From an optimization exercise on the open Yosys and OpenROAD flow, aimed at small area and a short achievable clock period; shortcuts taken in it are not production practice.
Function was checked by simulation only, so behaviour that the tests miss may differ from the original.

// thm_corr
module thm_corr (
    input  wire        clk,
    input  wire        rst,         
    input  wire        in_valid,
    input  wire [15:0] in_raw,      
    input  wire [15:0] in_ffc,      
    input  wire        in_ffc_bad,
    input  wire [15:0] in_off_a,    
    input  wire [15:0] in_gain_a,
    input  wire [15:0] in_drift_a,
    input  wire        in_bad_a,
    input  wire [15:0] in_off_b,    
    input  wire [15:0] in_gain_b,
    input  wire [15:0] in_drift_b,
    input  wire        in_bad_b,
    input  wire [15:0] in_t_array,  
    input  wire [15:0] in_t_cal_a,
    input  wire [15:0] in_t_cal_b,
    input  wire [15:0] in_ped_a,
    input  wire [15:0] in_ped_b,
    input  wire [3:0]  in_fade_k,   
    output reg         out_valid,
    output reg  [15:0] out_z,       
    output reg  [15:0] out_z_a,     
    output reg  [15:0] out_z_b,     
    output reg         out_bad_a,   
    output reg         out_bad_b    
);
    reg        s1_valid;
    reg [15:0] s1_raw, s1_ffc_n, s1_off_a_n, s1_gain_a, s1_drift_a, s1_off_b_n, s1_gain_b, s1_drift_b;
    reg [15:0] s1_ped_a, s1_ped_b;
    reg [8:0]  s1_ndt_lo_a, s1_ndt_lo_b;
    reg        s1_ndt_b_a, s1_ndt_b_b;
    reg [6:0]  s1_t_array_hi, s1_t_cal_hi_a, s1_t_cal_hi_b;
    reg        s1_bad_a, s1_bad_b;
    reg [3:0]  s1_k;
    always @(posedge clk) begin
        if (rst) s1_valid <= 1'b0;
        else     s1_valid <= in_valid;
        s1_raw     <= in_raw;
        s1_ffc_n   <= {in_ffc[15], ~in_ffc[14:0]};
        s1_off_a_n <= {in_off_a[15], ~in_off_a[14:0]};
        s1_gain_a  <= in_gain_a;
        s1_drift_a <= in_drift_a;
        s1_off_b_n <= {in_off_b[15], ~in_off_b[14:0]};
        s1_gain_b  <= in_gain_b;
        s1_drift_b <= in_drift_b;
        {s1_ndt_b_a, s1_ndt_lo_a} <= {1'b0, in_t_cal_a[8:0]} - {1'b0, in_t_array[8:0]};
        {s1_ndt_b_b, s1_ndt_lo_b} <= {1'b0, in_t_cal_b[8:0]} - {1'b0, in_t_array[8:0]};
        s1_t_array_hi <= in_t_array[15:9];
        s1_t_cal_hi_a <= in_t_cal_a[15:9];
        s1_t_cal_hi_b <= in_t_cal_b[15:9];
        s1_ped_a   <= in_ped_a;
        s1_ped_b   <= in_ped_b;
        s1_bad_a   <= in_bad_a | in_ffc_bad;
  ...
export LEC_CHECK = 0
export CAP_MARGIN = 20
export CORE_MARGIN = 2
export CORE_UTILIZATION = 65
export PLACE_DENSITY = 0.75
export SLEW_MARGIN = 20
create_clock -name core_clock -period 35.0 [get_ports {clk}]
standard.sh (not shown) runs the stock make flow with config.mk's settings and CLKGATE_MAP_FILE= SYNTH_SCRIPT=/design/flow/synth_recipe.tcl, a recipe that flattens the netlist after the stock synthesis.
==> flow/flow/run.sh <==
#!/bin/bash
# The standard layout (standard.sh) with two changes:
#  - Yosys's quick ABC pass inside "synth" is turned off (synth -noabc), so
#    that extract_fa sees the full-adder trees of the RTL as written;
#  - the port buffers are sky130_fd_sc_hd__buf_1 (every port still gets one).
# make's full output goes to standard.log; each ORFS step logs under orfs/logs.
set -euo pipefail
export SYNTH_ARGS="-noabc"
export BUFFER_PORTS_ARGS="-buffer_cell sky130_fd_sc_hd__buf_1"
bash standard.sh > standard.log 2>&1
The starting point completed without violations.
Rerun with:
Settings changed: CORE_UTILIZATION 65 to 40, PLACE_DENSITY 0.75 to default, SYNTH_HIERARCHICAL from default to 1, SYNTH_MINIMUM_KEEP_SIZE from default to 0.
The new run completed with no timing, DRC or antenna violations.
Die area increases by well over a third.
Critical path depth decreases by 11.
Synthesized area increases by a few percent.
Design area increases by a few percent.

---

run A:
thm_corr, a different RTL version from the one above (not shown whole).
Size in the first run: ~4400 cells after synthesis, about 420 flip-flops, about 45000 sq um of cells after synthesis.
// thm_corr
module thm_corr (
    input  wire        clk,
    input  wire        rst,         
    input  wire        in_valid,
    input  wire [15:0] in_raw,      
    input  wire [15:0] in_ffc,      
    input  wire        in_ffc_bad,
    input  wire [15:0] in_off_a,    
    input  wire [15:0] in_gain_a,
    input  wire [15:0] in_drift_a,
    input  wire        in_bad_a,
    input  wire [15:0] in_off_b,    
    input  wire [15:0] in_gain_b,
    input  wire [15:0] in_drift_b,
    input  wire        in_bad_b,
    input  wire [15:0] in_t_array,  
    input  wire [15:0] in_t_cal_a,
    input  wire [15:0] in_t_cal_b,
    input  wire [15:0] in_ped_a,
    input  wire [15:0] in_ped_b,
    input  wire [3:0]  in_fade_k,   
    output reg         out_valid,
    output reg  [15:0] out_z,       
    output reg  [15:0] out_z_a,     
    output reg  [15:0] out_z_b,     
    output reg         out_bad_a,   
    output reg         out_bad_b    
);
    reg        s1_valid;
    reg [15:0] s1_raw, s1_ffc_n, s1_off_a_n, s1_gain_a, s1_drift_a, s1_off_b_n, s1_gain_b, s1_drift_b;
    reg [15:0] s1_ped_a, s1_ped_b;
    reg [8:0]  s1_ndt_lo_a, s1_ndt_lo_b;
  ...
clock: 35.0 ns
lec_check: 0
cap_margin: 20
core_margin: 2
core_utilization: 40
cts_buf_list: sky130_fd_sc_hd__clkbuf_16
cts_cluster_diameter: 80
cts_cluster_size: 30
slew_margin: 20
synth_hierarchical: 1
synth_minimum_keep_size: 0
Scripts as last shown in full above: flow/flow/run.sh
Modified inputs, run B compared to run A
- a change of CTS_CLUSTER_SIZE from 30 to 20
- a change of CTS_CLUSTER_DIAMETER from 80 to 50
- a change of CTS_BUF_LIST from sky130_fd_sc_hd__clkbuf_16 to sky130_fd_sc_hd__clkbuf_8
[summary]
- Between run A and run B, the share of the core filled with cells does not differ in any meaningful way.
- Relative to run A, the number of clock buffers in the layout of run B is higher by 76%.
- Against run A, setup slack in run B came out worse.
- Compared with run A, run B instantiates a larger number of cells.
- Worst-case headroom to the max-slew limit: run B vs run A up 0.54 points
- Compared with run A, in run B number of buffers created by CTS shows an increase of 20; post-route fraction of the period consumed by the critical path shows an increase of 0.24 points.

---

thm_corr with an RTL version that a note above also has.
Size in the first run: about 420 flip-flops, roughly 270 I/O pins, about 45000 um2 of cells after synthesis.
export LEC_CHECK = 0
export CAP_MARGIN = 20
export CORE_MARGIN = 2
export CORE_UTILIZATION = 40
export CTS_BUF_LIST = sky130_fd_sc_hd__clkbuf_8
export CTS_CLUSTER_DIAMETER = 50
export CTS_CLUSTER_SIZE = 20
export SLEW_MARGIN = 20
create_clock -name core_clock -period 35.0 [get_ports {clk}]
Scripts as last shown in full above: flow/flow/run.sh
Then changed:
CTS_BUF_LIST = not set   (was sky130_fd_sc_hd__clkbuf_8)
CTS_CLUSTER_DIAMETER = not set   (was 50)
CTS_CLUSTER_SIZE = not set   (was 20)
What happened: The new run completed without violations. First-iteration DRC count goes up by 2.9%. Register-to-register slack hardly moves. Final area climbs by 1.0%. Hold slack degrades by 0.032 ns. Core utilization is higher by 0.45 points. Clock skew came out higher by 0.0040 ns. Worst setup slack degrades by 0.072 ns.

[re-timing with driven ports]
The results above use ideal ports. As a check the final layouts listed here were re-extracted and re-timed, cells and wires unchanged. Step 1, drivers: a clkbuf_16 drives clk and a buf_2 each remaining input, both assumed. Step 2 moves the port delays by t, midway between the first and last clock arrival at a register: inputs arrive t later, outputs are due t later. That takes back most of the time a late clock gives input paths. Three values: ideal ports, drivers, drivers and shift; two values: the first two.
run	t, ns	setup WS [ns]	worst slew at a driven data input, ns	pins driven straight from the clock port
the first run of note 1	0.667	26.434 / 26.476 / 25.809	0.08	1
the second run of note 1	0.689	26.909 / 26.840 / 26.284	0.07	1
run A	0.699	26.878 / 26.809 / 26.457	0.11	1
run B	0.792	26.793 / 26.724 / 26.461	0.13	1
the first run of note 3	0.800	26.589 / 26.637 / 25.836	0.19	1
the second run of note 3	0.708	26.517 / 26.565 / 25.858	0.20	1
After both steps every run listed still meets setup and hold. The setup slack of the first run of note 3, which loses most, moves by +0.048 ns with the drivers and by -0.753 ns with both steps.
